This is an optimization exercise on Yosys and OpenROAD, whose aim is small area, a short achievable clock period and few clock cycles per item, not a production implementation.
Function was checked by simulation only, so behaviour that the tests miss may differ from the original.
No activity file was given, so power comes from the tool's default toggle rates.

## flow/design.v (module list and top-level ports; edited modules follow where they fit)
// module pixconv: 4183 lines
// module pixconv_fa: 10 lines
// module pixconv_bs0: 10 lines
// module pixconv_bs1: 10 lines
module pixconv (
    input  wire        clk,
    input  wire        rst,
    input  wire        cfg_we,
    input  wire [3:0]  cfg_addr,
    input  wire [25:0] cfg_wdata,
    input  wire        in_valid,
    output wire        in_ready,
    input  wire        in_sof,
    input  wire        in_eol,
    input  wire [11:0] in_c0,
    input  wire [11:0] in_c1,
    input  wire [11:0] in_c2,
    output reg         out_valid,
    output reg  [11:0] out_c0,
    output reg  [11:0] out_c1,
    output reg  [11:0] out_c2,
    output wire [31:0] sig
);
  // ...
==> flow/run.sh <==
#!/bin/bash
# synth_recipe.tcl (not shown) runs the flow's synth.tcl, then flattens the netlist and writes it again
# the make line also repeats each setting of config.mk as NAME=value (left out here)
make -C /OpenROAD-flow-scripts/flow DESIGN_CONFIG=/design/flow/config.mk WORK_HOME=/design/flow/orfs CLKGATE_MAP_FILE= SYNTH_SCRIPT=/design/flow/synth_recipe.tcl finish
==> flow/config.mk <==
export PLATFORM = sky130hd
export DESIGN_NAME = pixconv
export DESIGN_NICKNAME = pixconv
export VERILOG_FILES = /design/flow/design.v
export SDC_FILE = /design/flow/constraint.sdc
export NUM_CORES = 4
export LEC_CHECK = 0
export CAP_MARGIN = 20
export CORE_MARGIN = 2
export CORE_UTILIZATION = 40
export PLACE_DENSITY = 0.6
export SLEW_MARGIN = 20
export SYNTH_HIERARCHICAL = 1
export SYNTH_MINIMUM_KEEP_SIZE = 0
==> flow/constraint.sdc <==
create_clock -name core_clock -period 18.0 [get_ports {clk}]
set_input_delay 3.6000 -clock core_clock [delete_from_list [all_inputs] [get_ports {clk}]]
set_output_delay 3.6000 -clock core_clock [all_outputs]
set_load 0.01 [all_outputs]
==> flow_summary.yaml, run 1 <==
synthesis:
  syn_area_um2: 80000
  ys_types: 80
  synth_compound_gate_area_share: 0.0436
  synthTopCellsByCount: "2327 x nand2_1, 1860 x fa_1, 779 x dfxtp_1, 506 x clkbuf_1, 487 x xnor2_1"
  synth-xor-area-share: 0.0671
  syn_area_per_cell_um2: 10.1
  synth_seq_area_share: 0.195
pwr:
  power_density_nw_per_um2: 88.7
  powerSeq_uw: 2120
  comb-power_uw: 3580
clock_tree:
  cts_tree: "done"
worst_setup_path:
  reg2reg_slack_ns: 12.57
  startpoint: "s0_c1[5]"
cells_and_area:
  clkCellAreaFrac: 0.0375
  signal_buffers: 232
  nMultiInputCombCells: 6128
  inverters: 440
  area_growth_pct: 8.43
  buf_share: 0.0243
route:
  drt_iter0_drc: 6118
  totalWireLength_um: 286000
  route.met2.wl_um: 130000
  postRouteAntennaNets: 0
  drc_errors: 0
sta:
  finalHoldViolCount: 0
  timing.final.crit_share: 0.302
outcome:
  status: "finished clean"
floorplan:
  die_area_um2: 204000
  rows: 164
min_path:
  whs_endpoint: "s1_sof"
  hold_depth: 0
Testbench counts, summed over its fixed seeds: cycles 10,155, items 10,123.
==> run 2, diff against run 1 <==
--- a/flow/config.mk
+++ b/flow/config.mk
@@ -5,10 +5,10 @@
 export SDC_FILE = /design/flow/constraint.sdc
 export NUM_CORES = 4
 export LEC_CHECK = 0
-export CAP_MARGIN = 20
+export CAP_MARGIN = 50
 export CORE_MARGIN = 2
 export CORE_UTILIZATION = 40
 export PLACE_DENSITY = 0.6
-export SLEW_MARGIN = 20
+export SLEW_MARGIN = 70
 export SYNTH_HIERARCHICAL = 1
 export SYNTH_MINIMUM_KEEP_SIZE = 0
==> run 2 against run 1 <==
Effect of this change:
- clock power barely moved
- via count rose by 0.61%
- synthesized cell count did not move
- non-clock buffer count rose by 84
- die area did not move
- flip-flop and latch count did not move
- total power rose by 4.3%
- final cell count rose by 0.88%
- register-to-register slack improved by 0.51 ns
- maximum frequency rose by 4.3%
- core utilization rose by 1.7 points
- synthesized area did not move
- critical endpoint is now out_c1[2]
==> flow_summary.yaml, run 2 <==
sta:
  maxSlewHeadroom: 0.657
  period_minus_slack_ns: 5.21
  tightest_slew_ns: 0.512
  fmax_mhz: 192
  final.setup.tns_ns: 0
  finalHoldViolCount: 0
  fin_skew_ns: 0.0595
  rsz0062_at_grt: "false"
  finalSetupViolations: 0
  slew_violations: 0
  worst_slack_ns: 12.79
  timing.final.crit_share: 0.289
worst_setup_path:
  critPathArrivalTime_ns: 1.61
  rr_worst_depth: 10
  path_cells: "clkdlybuf4s50_1"
  cp_num_buf_inv: 1
  cp_slowest_cell: "clkdlybuf4s50_1"
  critical_path.top_delay_family: "buffers and inverters"
  required_ns: 14.40
  critPathMaxFanout: 1
  worstSetupPathType: "register to output port"
  reg2reg_slack_ns: 13.08
  timing.rr.start: "s0_c1[6]"
  slowest_delay_ns: 0.53
  start_kind: "register"
  r2r_end: "s1_t2[47]"
  crit_cells: 1
  crit_path_end_kind: "output port"
  startpoint: "out_c1[2]"
route:
  postRouteAntennaNets: 0
  firstDrtPassIters: 6
  wl_per_cell_um: 27.3
  vias_per_cell: 5.59
  drc_errors: 0
  drt_iter0_drc: 6480
  dr_total_vias: 58700
  totalWireLength_um: 287000
clock_tree:
  hold_buffers: 0
  htree_levels: 3
  numCtsBuffers: 93
  cts.clk_slew.worst_paths_ns: 0.07
  cts_setup_buffers: 0
  clk_root_buffer_cell: "clkbuf_16"
  cts_resized: 0
  clk_latency_ns: 0.76
  cts_tree: "done"
  cts_buffer_depth: 3
  clock-sinks: 779
min_path:
  min_from: "s0_sof"
  min_path_type: "register to register"
  whs_endpoint: "s1_sof"
  hold_depth: 0
placed_design:
  place_area_um2: 86400
  globalplace.congestion: 0.952
  place_ws_ns: 12.73
  port_buffers: 140
  place_hpwl_um: 212000
pwr:
  ir_worst_vdd_v: 0.000102
  power.leakage_uw: 0.0247
  power_density_nw_per_um2: 89.0
global_route:
  grt_overflow: 0
  grt_antenna_before_repair: 7
  grt_pass1_vias: 64100
  grt_pass1_wl_um: 423000
  grt_max_degree: 66
  grt_use_total: 0.284
synthesis:
  syn_area_per_cell_um2: 10.1
  synthesis.nets: 10000
  ys_types: 80
  synth-main-ff-cell: "dfxtp_1"
  synthTopCellsByArea: "fa_1 47%, dfxtp_1 19%, nand2_1 11%"
  synth_cells: 7899
  yosysWarnings: 7
  synth_seq_cells: 779
  syn_area_um2: 80000
  synthTopCellsByCount: "2327 x nand2_1, 1860 x fa_1, 779 x dfxtp_1, 506 x clkbuf_1, 487 x xnor2_1"
  synth.top_cell.area_share: 0.466
  synth_largest_area_cell: "fa_1"
  synth_most_common_cell: "nand2_1"
  synth_edf_count: 0
  synth_seq_area_share: 0.195
  async_reset_ff_frac: 0
floorplan:
  io_pins: 142
  rows: 164
  die_area_um2: 204000
  core_um2: 199000
  die_y_um: 451
  start_util: 0.401
  die_width_um: 451
cells_and_area:
  final_common_cell: "nand2_1"
  drive_gt1_frac: 0.104
  final_cell_mix: "2321 x nand2_1, 1860 x fa_1, 529 x dfxtp_1"
  top_regs: "s1_t0: 91 flops, s1_t1: 91 flops, s1_t2: 91 flops"
  finalInstanceArea_um2: 90100
  area_growth_pct: 12.6
  num-nets-final: 9876
  nFillCells: 18400
job:
  maxCapViolCount: 0
outcome:
  status: "finished clean"
[run 2: cell types whose count changed in the layout (fill, tap and decap cells not counted), moves of 32 or more]
| cell | previous run | this run |
|---|---|---|
| buf_12 | 0 | 35 |
| buf_4 | 90 | 49 |
| buf_8 | 1 | 33 |
| dfxtp_1 | 739 | 529 |
| dfxtp_2 | 40 | 169 |
| dfxtp_4 | 0 | 81 |
| xnor2_1 | 487 | 405 |
| xnor2_2 | 3 | 78 |
[run 2: report_power, final]
group          internal, uW  switching (uW)  leakage (uW)  total [uW]
Sequential             1910             217       0.00648        2120
Combinational          1680            2250        0.0167        3930
Clock                  1120             845       0.00154        1970
Total                  4710            3310        0.0247        8020
[run 2: per-stage QoR]
step / utilization / instances / hold WS [ns] / power (uW)
finish: 0.452 / 10500 / 0.327 / 8020
global route: 0.452 / 10500 / 0.327 / 8410
CTS: 0.450 / 10500 / 0.326 / 7990
detailed placement: 0.434 / 10300 / 0.313 / 6010
global placement: 0.419 / 10200 / 0.311 / 5700
floorplan: - / 7899 / 0.310 / 4500
[run 2: logic make-up (layout without fill, tap and decap cells)]
family,after synthesis,after routing,synth area share
and+or+nand+nor,2841,2841,0.145
adders and majority gates,2046,2046,0.495
buffers and inverters,992,930,0.0467
DFF,779,779,0.195
xor gates and xnor gates,608,608,0.0671
AOI/OAI and AO/OA,581,581,0.0436
muxes,51,51,0.00782
other,1,8,0.0000469
[run 2: per-layer routing]
layer | share of wire | track usage
met1 | 0.37 | 0.354
met2 | 0.45 | 0.443
met3 | 0.11 | 0.0771
met4 | 0.067 | 0.164
met5 | 0.000073 | 0
[run 2: layout make-up]
| class | instances | area, um^2 | share of cell area |
|---|---|---|---|
| well taps | 2656 | 3320 | 0.0369 |
| clock inverters | 51 | 566 | 0.00628 |
| repair buffers | 316 | 3720 | 0.0413 |
| flip-flops and latches | 779 | 16100 | 0.179 |
| clock buffers | 123 | 2650 | 0.0294 |
| inverters | 440 | 1660 | 0.0184 |
| diodes | 7 | 17.5 | 0.000194 |
| multi-input cells | 6128 | 62000 | 0.689 |
[run 2: worst max path at each step]
stage	endpoint	slack, ns
after CTS	out_c1[2]	12.72
after global placement	m01[12]	12.63
after global routing	out_c1[2]	12.73
after floorplan	bay[1]	13.30
final	out_c1[2]	12.79
after detailed placement	bay[1]	12.73
[run 2: modules after synthesis, one instance, submodules excluded]
module	cells inside	flip-flops and latches
pixconv	6042	779
pixconv_fa	1	0
==> run 3, diff against run 2 <==
==> flow/config.mk (replaced) <==
export PLATFORM = sky130hd
export DESIGN_NAME = pixconv
export DESIGN_NICKNAME = pixconv
export VERILOG_FILES = /design/flow/design.v
export SDC_FILE = /design/flow/constraint.sdc
export NUM_CORES = 4
export LEC_CHECK = 0
export CAP_MARGIN = 40
export CORE_MARGIN = 2
export CORE_UTILIZATION = 60
export PLACE_DENSITY = 0.75
export SLEW_MARGIN = 50
export SYNTH_HIERARCHICAL = 1
export SYNTH_MINIMUM_KEEP_SIZE = 0
==> run 3 against run 2 <==
Effect of this change:
- synthesized area is the same
- hold slack hardly changed
- flip-flop and latch count did not move
- count of clock-buffer cells in the layout shrank 14
- clock power about the same
- wire length decreased by 7.1%
- critical endpoint is now s1_t2[62]
- largest cell class unchanged
- largest power group unchanged
==> flow_summary.yaml, run 3 <==
clock_tree:
  cts_buffer_depth: 3
  cts.clk_slew.worst_paths_ns: 0.06
  htree_levels: 3
  clk_root_buffer_cell: "clkbuf_16"
  hold_buffers: 0
  clock-sinks: 779
  cts_setup_buffers: 0
  clk_latency_ns: 0.74
  cts_resized: 0
  cts_tree: "done"
  numCtsBuffers: 87
cells_and_area:
  final_cell_mix: "2318 x nand2_1, 1860 x fa_1, 653 x dfxtp_1"
  layout.area.seq_um2: 15800
  top_regs: "s1_t0: 91 flops, s1_t1: 91 flops, s1_t2: 91 flops"
  multi_input_area_um2: 60900
  final_common_cell: "nand2_1"
  area_growth_pct: 7.35
  drive_gt1_frac: 0.0609
  nFillCells: 10200
  num-nets-final: 9776
  post_layout_nonfiller_instances: 9491
sta:
  fin_skew_ns: 0.0348
  slew_violations: 0
  finalHoldViolCount: 0
  maxSlewHeadroom: 0.449
  period_minus_slack_ns: 5.33
  final.setup.tns_ns: 0
  whs_ns: 0.327
  timing.final.crit_share: 0.296
  rsz0062_at_grt: "false"
  tightest_slew_ns: 0.825
  finalSetupViolations: 0
  fmax_mhz: 188
  worst_slack_ns: 12.67
synthesis:
  synthesis.nets: 10000
  ys_types: 80
  syn_area_per_cell_um2: 10.1
  yosysWarnings: 7
  syn_area_um2: 80000
  synth_seq_area_share: 0.195
  synth_largest_area_cell: "fa_1"
  synth-main-ff-cell: "dfxtp_1"
  synth_seq_cells: 779
  async_reset_ff_frac: 0
  synth_edf_count: 0
  synth_cells: 7899
  synth_most_common_cell: "nand2_1"
  synthTopCellsByCount: "2327 x nand2_1, 1860 x fa_1, 779 x dfxtp_1, 506 x clkbuf_1, 487 x xnor2_1"
  synthTopCellsByArea: "fa_1 47%, dfxtp_1 19%, nand2_1 11%"
  synth.top_cell.area_share: 0.466
pwr:
  power.leakage_uw: 0.0233
  seqPwrFrac: 0.278
  switching_share: 0.408
  p_sw_uw: 3120
  p_clk_frac: 0.257
  comb_power_share: 0.464
  p_int_uw: 4520
  ir_worst_vdd_v: 0.000117
  power_density_nw_per_um2: 88.9
floorplan:
  die_area_um2: 136000
  rows: 133
  die_width_um: 369
  die_y_um: 369
  core_um2: 132000
  start_util: 0.606
  io_pins: 142
worst_setup_path:
  start_kind: "register"
  worstSetupPathType: "register to register"
  critPathMaxFanout: 37
  critPathArrivalTime_ns: 5.95
  reg2reg_slack_ns: 12.67
  required_ns: 18.62
  crit_path_end_kind: "register"
placed_design:
  port_buffers: 140
  place_ws_ns: 12.54
  globalplace.congestion: 1.01
  dp.cells: 9322
  place_hpwl_um: 190000
route:
  totalWireLength_um: 266000
  dr_total_vias: 60200
  drt_iter0_drc: 8057
  postRouteAntennaNets: 0
  wl_per_cell_um: 28.1
  firstDrtPassIters: 10
  drc_errors: 0
  vias_per_cell: 6.35
outcome:
  status: "finished clean"
global_route:
  grt_pass1_vias: 65400
  grt_use_total: 0.401
  grt_max_degree: 96
  grt_overflow: 0
  grt_pass1_wl_um: 401000
  grt_antenna_before_repair: 6
min_path:
  min_path_type: "register to register"
job:
  maxCapViolCount: 0
run 3: cell count changes in the layout (fill, tap and decap cells not counted), sizes merged:
cell / delta
inv: -1
clkbuf: -12
clkinvlp: -2
diode: -2
clkdlybuf4s50: -1
buf: -95
clkinv: -1
bufinv: +6
run 3: final timing paths:
check	start	endpoint	depth (start not counted)
hold / removal	s1_sof	s2_sof	0
setup reg to reg	s0_c1[9]	s1_t2[62]	9
setup / recovery	s0_c1[9]	s1_t2[62]	9
hold reg to reg	s1_sof	s2_sof	0
run 3: logic make-up (layout without fill, tap and decap cells):
family / after synthesis / after routing / share of synthesized area
other cells: 1 / 6 / 0.0000469
flops: 779 / 779 / 0.195
buf+inv: 992 / 824 / 0.0467
simple gates: 2841 / 2841 / 0.145
compound gates: 581 / 581 / 0.0436
fa+ha+maj: 2046 / 2046 / 0.495
xor+xnor: 608 / 608 / 0.0671
mux: 51 / 51 / 0.00782
run 3: layout make-up:
type	count	share of cell area
diodes	5	0.000146
clock buffers	109	0.0278
clock inverters	53	0.00902
inverters	440	0.0192
multi-input cells	6128	0.709
flip-flops and latches	779	0.184
well taps	1755	0.0256
repair buffers	222	0.0252
run 3: routing by layer:
metal / global-route usage / wire length [um] / vias up / share of wire
li1: - / - / 23600 / -
met1: 0.494 / 90000 / 30000 / 0.34
met2: 0.589 / 115000 / 5259 / 0.43
met3: 0.157 / 39900 / 1459 / 0.15
met4: 0.260 / 21700 / 6 / 0.082
met5: 0 / 39 / - / 0.00015
run 3: power by group through the flow:
stage	Clock, uW	Combinational, uW	Sequential, uW
6_report	1960	3550	2130
3_3_place_gp	0	3410	2150
5_1_grt	2060	3790	2140
2_1_floorplan	0	2470	2030
4_1_cts	1980	3480	2120
3_5_place_dp	0	3470	2150
run 3: Yosys stat by module (local to each module, per instance):
| module | times used | area (um^2) |
|---|---|---|
| pixconv | 1 | 42800 |
| pixconv_fa | 1857 | 20.0 |
run 3: metrics by stage:
step           cell area [um^2]  total power (uW)  utilization
2_1_floorplan             80000              4500            -
6_report                  85900              7630        0.651
3_5_place_dp              82600              5630        0.626
3_3_place_gp              82200              5560        0.623
5_1_grt                   85800              7980        0.651
4_1_cts                   85700              7590        0.650
run 3: critical path, stage by stage, from the launching register on:
cell,delay (ns)
dfxtp_2,0.77
buf_4,0.74
nand2_1,0.22
fa_1,0.50
fa_1,0.55
fa_1,0.47
fa_1,0.58
fa_1,0.45
fa_1,0.40
fa_1,0.44
==> run 4, diff against run 3 <==
==> flow/flow/run.sh (new file) <==
#!/bin/bash
# The standard layout (the standard.sh: ORFS synthesis to final layout,
# unchanged), with one change: the port buffers that ORFS's buffer_ports
# inserts on every input and output are sky130_fd_sc_hd__buf_4 instead of
# the slow delay buffer it picks by default.  The make output goes to
# flow_own.log in the work folder; ORFS keeps each step's log under orfs/logs.
set -euo pipefail
W=$(pwd)
cp config.mk config_own.mk
echo 'export BUFFER_PORTS_ARGS = -buffer_cell sky130_fd_sc_hd__buf_4' >> config_own.mk
sed "s#DESIGN_CONFIG=[^ ]*#DESIGN_CONFIG=$W/config_own.mk#" standard.sh > standard_own.sh
grep -q "DESIGN_CONFIG=$W/config_own.mk" standard_own.sh
bash standard_own.sh > flow_own.log 2>&1
==> flow/standard.sh (new file) <==
#!/bin/bash
# synth_recipe.tcl (not shown) runs the flow's synth.tcl, then flattens the netlist and writes it again
# the make line also repeats each setting of config.mk as NAME=value (left out here)
make -C /OpenROAD-flow-scripts/flow DESIGN_CONFIG=/design/flow/config.mk WORK_HOME=/design/flow/orfs CLKGATE_MAP_FILE= SYNTH_SCRIPT=/design/flow/synth_recipe.tcl "${@:-finish}"
==> flow/config.mk (replaced) <==
export PLATFORM = sky130hd
export DESIGN_NAME = pixconv
export DESIGN_NICKNAME = pixconv
export VERILOG_FILES = /design/flow/design.v
export SDC_FILE = /design/flow/constraint.sdc
export NUM_CORES = 4
export LEC_CHECK = 0
export CAP_MARGIN = 20
export CORE_MARGIN = 2
export CORE_UTILIZATION = 40
export PLACE_DENSITY = 0.6
export SLEW_MARGIN = 20
export SYNTH_HIERARCHICAL = 1
export SYNTH_MINIMUM_KEEP_SIZE = 0
removed: flow/run.sh
==> run 4 against run 3 <==
Effect of this change:
- still clean
- critical path depth up 4
- sequential share of layout area down 0.25 points
- non-clock buffer count up 17
- final cell count up 9.8%
- maximum frequency down 5.6%
- combinational power about the same
- clock power up 3%
- design area up 0.67%
- clock skew up 0.039 ns
- largest cell class unchanged
- largest power group unchanged
==> flow_summary.yaml, run 4 <==
route:
  vias_per_cell: 5.65
  drt_iter0_drc: 7127
  totalWireLength_um: 288000
  dr_total_vias: 58900
  wl_per_cell_um: 27.6
  firstDrtPassIters: 6
  drc_errors: 0
  postRouteAntennaNets: 0
job:
  maxCapViolCount: 0
worst_setup_path:
  crit_end: "r0[2]"
  startpoint: "s1_t0[12]"
  timing.rr.start: "s1_t0[12]"
  rr_worst_depth: 13
  worstSetupPathType: "register to register"
  critPathMaxFanout: 4
  required_ns: 18.64
  r2r_end: "r0[2]"
  start_kind: "register"
  critPathArrivalTime_ns: 6.29
  reg2reg_slack_ns: 12.35
  crit_path_end_kind: "register"
clock_tree:
  clock-sinks: 779
  cts_tree: "done"
  cts_buffer_depth: 3
  cts_setup_buffers: 0
  htree_levels: 3
  hold_buffers: 0
  cts.clk_slew.worst_paths_ns: 0.06
  clk_latency_ns: 0.79
  cts_resized: 0
  numCtsBuffers: 92
  clk_root_buffer_cell: "clkbuf_16"
synthesis:
  synth_most_common_cell: "nand2_1"
  synthesis.nets: 10000
  synth-main-ff-cell: "dfxtp_1"
  synth_edf_count: 0
  syn_area_per_cell_um2: 10.1
  ys_types: 80
  async_reset_ff_frac: 0
  yosysWarnings: 7
  syn_area_um2: 80000
  synthTopCellsByCount: "2327 x nand2_1, 1860 x fa_1, 779 x dfxtp_1, 506 x clkbuf_1, 487 x xnor2_1"
  synth_largest_area_cell: "fa_1"
  synthTopCellsByArea: "fa_1 47%, dfxtp_1 19%, nand2_1 11%"
  synth_seq_cells: 779
  synth_seq_area_share: 0.195
  synth_cells: 7899
  synth.top_cell.area_share: 0.466
global_route:
  grt_max_degree: 148
  grt_overflow: 0
  grt_pass1_wl_um: 424000
  grt_pass1_vias: 64000
  grt_antenna_before_repair: 10
  grt_use_total: 0.284
cells_and_area:
  area_growth_pct: 8.07
  final_util: 0.434
  top_regs: "s1_t0: 91 flops, s1_t1: 91 flops, s1_t2: 91 flops"
  post_layout_nonfiller_instances: 10400
  drive_gt1_frac: 0.0658
  final_cell_mix: "2326 x nand2_1, 1860 x fa_1, 739 x dfxtp_1"
  num-nets-final: 9798
  final_common_cell: "nand2_1"
sta:
  finalHoldViolCount: 0
  fin_skew_ns: 0.0736
  rsz0062_at_grt: "false"
  final.setup.tns_ns: 0
  maxSlewHeadroom: 0.185
  slew_violations: 0
  finalSetupViolations: 0
  fmax_mhz: 177
  period_minus_slack_ns: 5.65
  timing.final.crit_share: 0.314
  tightest_slew_ns: 1.22
min_path:
  min_path_type: "register to register"
  hold_depth: 0
  min_from: "s1_sof"
pwr:
  power.leakage_uw: 0.0234
  ir_worst_vdd_v: 0.000104
  power_density_nw_per_um2: 89.2
floorplan:
  io_pins: 142
  die_width_um: 451
  die_y_um: 451
  start_util: 0.401
  core_um2: 199000
  die_area_um2: 204000
  rows: 164
placed_design:
  dp.cells: 10200
  globalplace.congestion: 0.986
  place_hpwl_um: 205000
  port_buffers: 140
outcome:
  status: "finished clean"
==> run 4: cell counts after synthesis <==
Identical to the previous run, type by type.
==> run 4: final cells by class <==
cell class                 instances  area, um^2
tap                             2656        3320
multi-input combinational       6128       60700
timing repair buffer             239        1810
sequential                       779       15700
antenna                            5        12.5
clock buffer                     119        2470
clock inverter                    51         768
fill                           18800      113000
inverter                         440        1650
==> run 4: worst min-delay path by stage <==
stage               endpoint  slack [ns]
floorplan             s1_sof        0.31
global placement      s2_sof        0.31
detailed placement    s1_sof        0.33
CTS                   s2_sof        0.34
global route          s2_sof        0.35
finish                s2_sof        0.33
==> run 4: modules after synthesis (local to each module, per instance) <==
module	flip-flops and latches	times used
pixconv	779	1
pixconv_fa	0	1857
==> run 4: critical path, cell delays in order, from the launching register on <==
cell	delay, ns
dfxtp_1	0.32
fa_1	0.52
inv_1	0.04
ha_1	0.28
a211oi_1	0.42
o211ai_1	0.26
o211ai_1	0.95
nand2_1	0.25
a31oi_1	0.97
xnor2_1	0.50
mux2i_1	0.56
mux2i_1	0.19
mux2i_1	0.18
a21oi_1	0.09
==> run 4: cell families after synthesis <==
kind of cell,count (synthesis),synth area share
buffers and inverters,992,0.0467
and+or+nand+nor,2841,0.145
DFF,779,0.195
AOI/OAI and AO/OA,581,0.0436
muxes,51,0.00782
xor gates and xnor gates,608,0.0671
other,1,0.0000469
adders and majority gates,2046,0.495
==> run 4: where the power goes <==
group          switching, uW  internal [uW]  total, uW  leakage (uW)
clock network            853           1160       2010       0.00156
registers                208           1910       2120       0.00639
logic                   2140           1440       3580        0.0154
total                   3200           4510       7710        0.0234
==> run 4: layer usage <==
metal / part of all wire / wire (um) / track usage / up-vias
li1: - / - / - / 23600
met5: 0.00093 / 267 / 0.00734 / -
met3: 0.12 / 33900 / 0.0830 / 941
met4: 0.062 / 17900 / 0.157 / 14
met2: 0.45 / 129000 / 0.437 / 4011
met1: 0.37 / 107000 / 0.358 / 30300
==> run 4: per-stage QoR <==
step / total power [uW] / area [um^2] / hold slack [ns] / setup WS (ns)
2_1_floorplan: 4500 / 80000 / 0.310 / 13.30
4_1_cts: 7710 / 86400 / 0.339 / 12.57
3_5_place_dp: 5690 / 83200 / 0.329 / 11.99
5_1_grt: 8060 / 86400 / 0.348 / 12.44
3_3_place_gp: 5670 / 83100 / 0.313 / 11.99
6_report: 7710 / 86400 / 0.333 / 12.35
==> run 5, diff against run 4 <==
--- a/flow/config.mk
+++ b/flow/config.mk
@@ -5,10 +5,10 @@
 export SDC_FILE = /design/flow/constraint.sdc
 export NUM_CORES = 4
 export LEC_CHECK = 0
-export CAP_MARGIN = 20
+export CAP_MARGIN = 50
 export CORE_MARGIN = 2
 export CORE_UTILIZATION = 40
 export PLACE_DENSITY = 0.6
-export SLEW_MARGIN = 20
+export SLEW_MARGIN = 70
 export SYNTH_HIERARCHICAL = 1
 export SYNTH_MINIMUM_KEEP_SIZE = 0
==> run 5 against run 4 <==
Effect of this change:
- count of clock-buffer cells in the layout up 4
- core utilization up 1.6 points
- final cell count up 0.84%
- via count up 0.34%
- die area unchanged
- critical path depth down 2
- non-clock buffer count up 89
- worst setup slack better by 0.60 ns
- critical endpoint is now s1_t2[53]
- largest power group unchanged
==> flow_summary.yaml, run 5 <==
sta:
  slew_violations: 0
  finalSetupViolations: 0
  maxSlewHeadroom: 0.666
  timing.final.crit_share: 0.280
  final.setup.tns_ns: 0
  period_minus_slack_ns: 5.05
  fin_skew_ns: 0.0891
  tightest_slew_ns: 0.499
  fmax_mhz: 198
  rsz0062_at_grt: "false"
  finalHoldViolCount: 0
clock_tree:
  clock-sinks: 779
  clk_root_buffer_cell: "clkbuf_16"
  hold_buffers: 0
  cts_buffer_depth: 3
  cts_setup_buffers: 0
  cts_tree: "done"
  cts_resized: 0
  cts.clk_slew.worst_paths_ns: 0.06
  numCtsBuffers: 91
  clk_latency_ns: 0.78
  htree_levels: 3
global_route:
  grt_pass1_wl_um: 426000
  grt_antenna_before_repair: 11
  grt_overflow: 0
  grt_max_degree: 64
  grt_use_total: 0.284
  grt_pass1_vias: 64800
min_path:
  min_path_type: "register to register"
synthesis:
  synth_seq_cells: 779
  synthTopCellsByArea: "fa_1 47%, dfxtp_1 19%, nand2_1 11%"
  synth_largest_area_cell: "fa_1"
  synth_cells: 7899
  yosysWarnings: 7
  synthesis.nets: 10000
  ys_types: 80
  syn_area_um2: 80000
  async_reset_ff_frac: 0
  synth-main-ff-cell: "dfxtp_1"
  synth_most_common_cell: "nand2_1"
  synth.top_cell.area_share: 0.466
  syn_area_per_cell_um2: 10.1
  synth_seq_area_share: 0.195
  synthTopCellsByCount: "2327 x nand2_1, 1860 x fa_1, 779 x dfxtp_1, 506 x clkbuf_1, 487 x xnor2_1"
  synth_edf_count: 0
placed_design:
  port_buffers: 140
  place_area_um2: 86200
  globalplace.congestion: 0.986
  place_hpwl_um: 215000
worst_setup_path:
  slowest_delay_ns: 0.62
  cp_slowest_cell: "fa_1"
  crit_path_end_kind: "register"
  critPathArrivalTime_ns: 5.62
  worstSetupPathType: "register to register"
  cp_num_buf_inv: 3
  start_kind: "register"
  path_cells: "buf_8 -> buf_16 -> buf_12 -> nand2_1 -> fa_1 -> fa_1 -> fa_1 -> fa_1 -> fa_1 -> fa_1 -> fa_1"
  critical_path.top_delay_family: "adder cells"
  critPathMaxFanout: 24
  worst_path_most_repeated_cell: "fa_1"
  required_ns: 18.58
route:
  drc_errors: 0
  firstDrtPassIters: 7
  postRouteAntennaNets: 0
  drt_iter0_drc: 6844
  wl_per_cell_um: 27.5
  vias_per_cell: 5.62
  dr_total_vias: 59100
  totalWireLength_um: 288000
cells_and_area:
  top_regs: "s1_t0: 91 flops, s1_t1: 91 flops, s1_t2: 91 flops"
  final_common_cell: "nand2_1"
  final_cell_mix: "2319 x nand2_1, 1860 x fa_1, 535 x dfxtp_1"
  finalInstanceArea_um2: 89700
  nFillCells: 18500
  final_util: 0.450
  area_growth_pct: 12.1
  drive_gt1_frac: 0.121
  num-nets-final: 9886
floorplan:
  start_util: 0.401
  rows: 164
  die_width_um: 451
  io_pins: 142
  core_um2: 199000
  die_y_um: 451
  die_area_um2: 204000
pwr:
  ir_worst_vdd_v: 0.000108
  power_density_nw_per_um2: 88.4
  power.leakage_uw: 0.0248
job:
  maxCapViolCount: 0
outcome:
  status: "finished clean"
## run 5: cell counts after synthesis
Identical to the previous run, type by type.
## run 5: stage by stage
step	worst slack, ns	power, uW	cells	hold slack, ns
final	12.95	7920	10500	0.334
after global routing	12.95	8290	10500	0.343
after CTS	13.04	7880	10500	0.338
after detailed placement	12.81	5950	10300	0.326
after global placement	11.99	5670	10200	0.313
after floorplan	13.30	4500	7899	0.310
## run 5: worst register-to-register path: stages, from the launching register on
cell and delay (ns):
dfxtp_2 0.58, buf_8 0.26, buf_16 0.20, buf_12 0.27, nand2_1 0.15, fa_1 0.56
fa_1 0.44, fa_1 0.41, fa_1 0.62, fa_1 0.48, fa_1 0.42, fa_1 0.44
## run 5: cell type report
class | instances | area (um^2) | area share
Clock inverter | 45 | 454 | 0.00507
Antenna cell | 6 | 15.0 | 0.000167
Multi-Input combinational cell | 6128 | 61900 | 0.691
Timing Repair Buffer | 328 | 3480 | 0.0389
Clock buffer | 123 | 2650 | 0.0296
Sequential cell | 779 | 16100 | 0.180
Tap cell | 2656 | 3320 | 0.0371
Inverter | 440 | 1660 | 0.0185
## run 5: per-module statistics from Yosys, one instance, submodules excluded
module	cells inside	flops+latches	times used	cell area, um^2
pixconv	6042	779	1	42800
pixconv_fa	1	0	1857	20.0
## run 5: power by group
part	total, uW	switching, uW	internal, uW	leakage [uW]
sequential	2120	212	1900	0.00648
clock	1910	834	1080	0.00152
combinational	3890	2260	1640	0.0168
## run 5: cell families (layout without fill, tap and decap cells)
logic type      after synthesis  after routing  share of synthesized area
fa+ha+maj                  2046           2046                      0.495
other cells                   1              7                  0.0000469
buf+inv                     992            936                     0.0467
mux                          51             51                    0.00782
flops                       779            779                      0.195
xor+xnor                    608            608                     0.0671
simple gates               2841           2841                      0.145
compound gates              581            581                     0.0436
## run 5: final timing paths
path              cells past startpoint   endpoint  slack, ns  startpoint
setup / recovery                     11  s1_t2[53]      12.95    s0_c1[4]
hold / removal                        0     s2_sof       0.33      s1_sof
setup reg to reg                     11  s1_t2[53]      12.95    s0_c1[4]
hold reg to reg                       0     s2_sof       0.33      s1_sof
## run 5: layer usage
metal  vias up  wire [um]  share of wire  track usage
met5         -         51        0.00018            0
met4        10      18200          0.063        0.153
met3       998      33700           0.12       0.0826
met2      4058     130000           0.45        0.444
met1     30200     107000           0.37        0.355
li1      23800          -              -            -

-- what the ideal ports hide --
The flow's constraints put no driver on any port. The routed layouts listed below were extracted and timed again, unchanged, in two steps. Step 1 assumes that a clkbuf_16 drives the clock port and a buf_2 every other input. Step 2 also shifts input and output timing later by t, the mid clock arrival at the registers, as if the neighbouring blocks saw the same clock. a / b / c = no drivers / after step 1 / after step 2; a / b = the first two.
| run | shift t [ns] | setup slack, ns | worst register clock-pin slew, ns |
|---|---|---|---|
| run 1 | 0.828 | 12.569 / 12.569 / 12.441 | 0.07 / 0.07 |
| run 2 | 0.826 | 12.791 / 12.698 / 12.631 | 0.07 / 0.07 |
| run 3 | 0.804 | 12.668 / 12.668 / 12.395 | 0.08 / 0.08 |
| run 4 | 0.831 | 12.350 / 12.350 / 11.875 | 0.07 / 0.07 |
| run 5 | 0.827 | 12.954 / 12.954 / 12.721 | 0.07 / 0.07 |
After both steps every run listed still meets setup and hold. For run 4, which loses most, drivers alone change the setup slack by 0.000 ns; drivers and shift together by -0.475 ns.
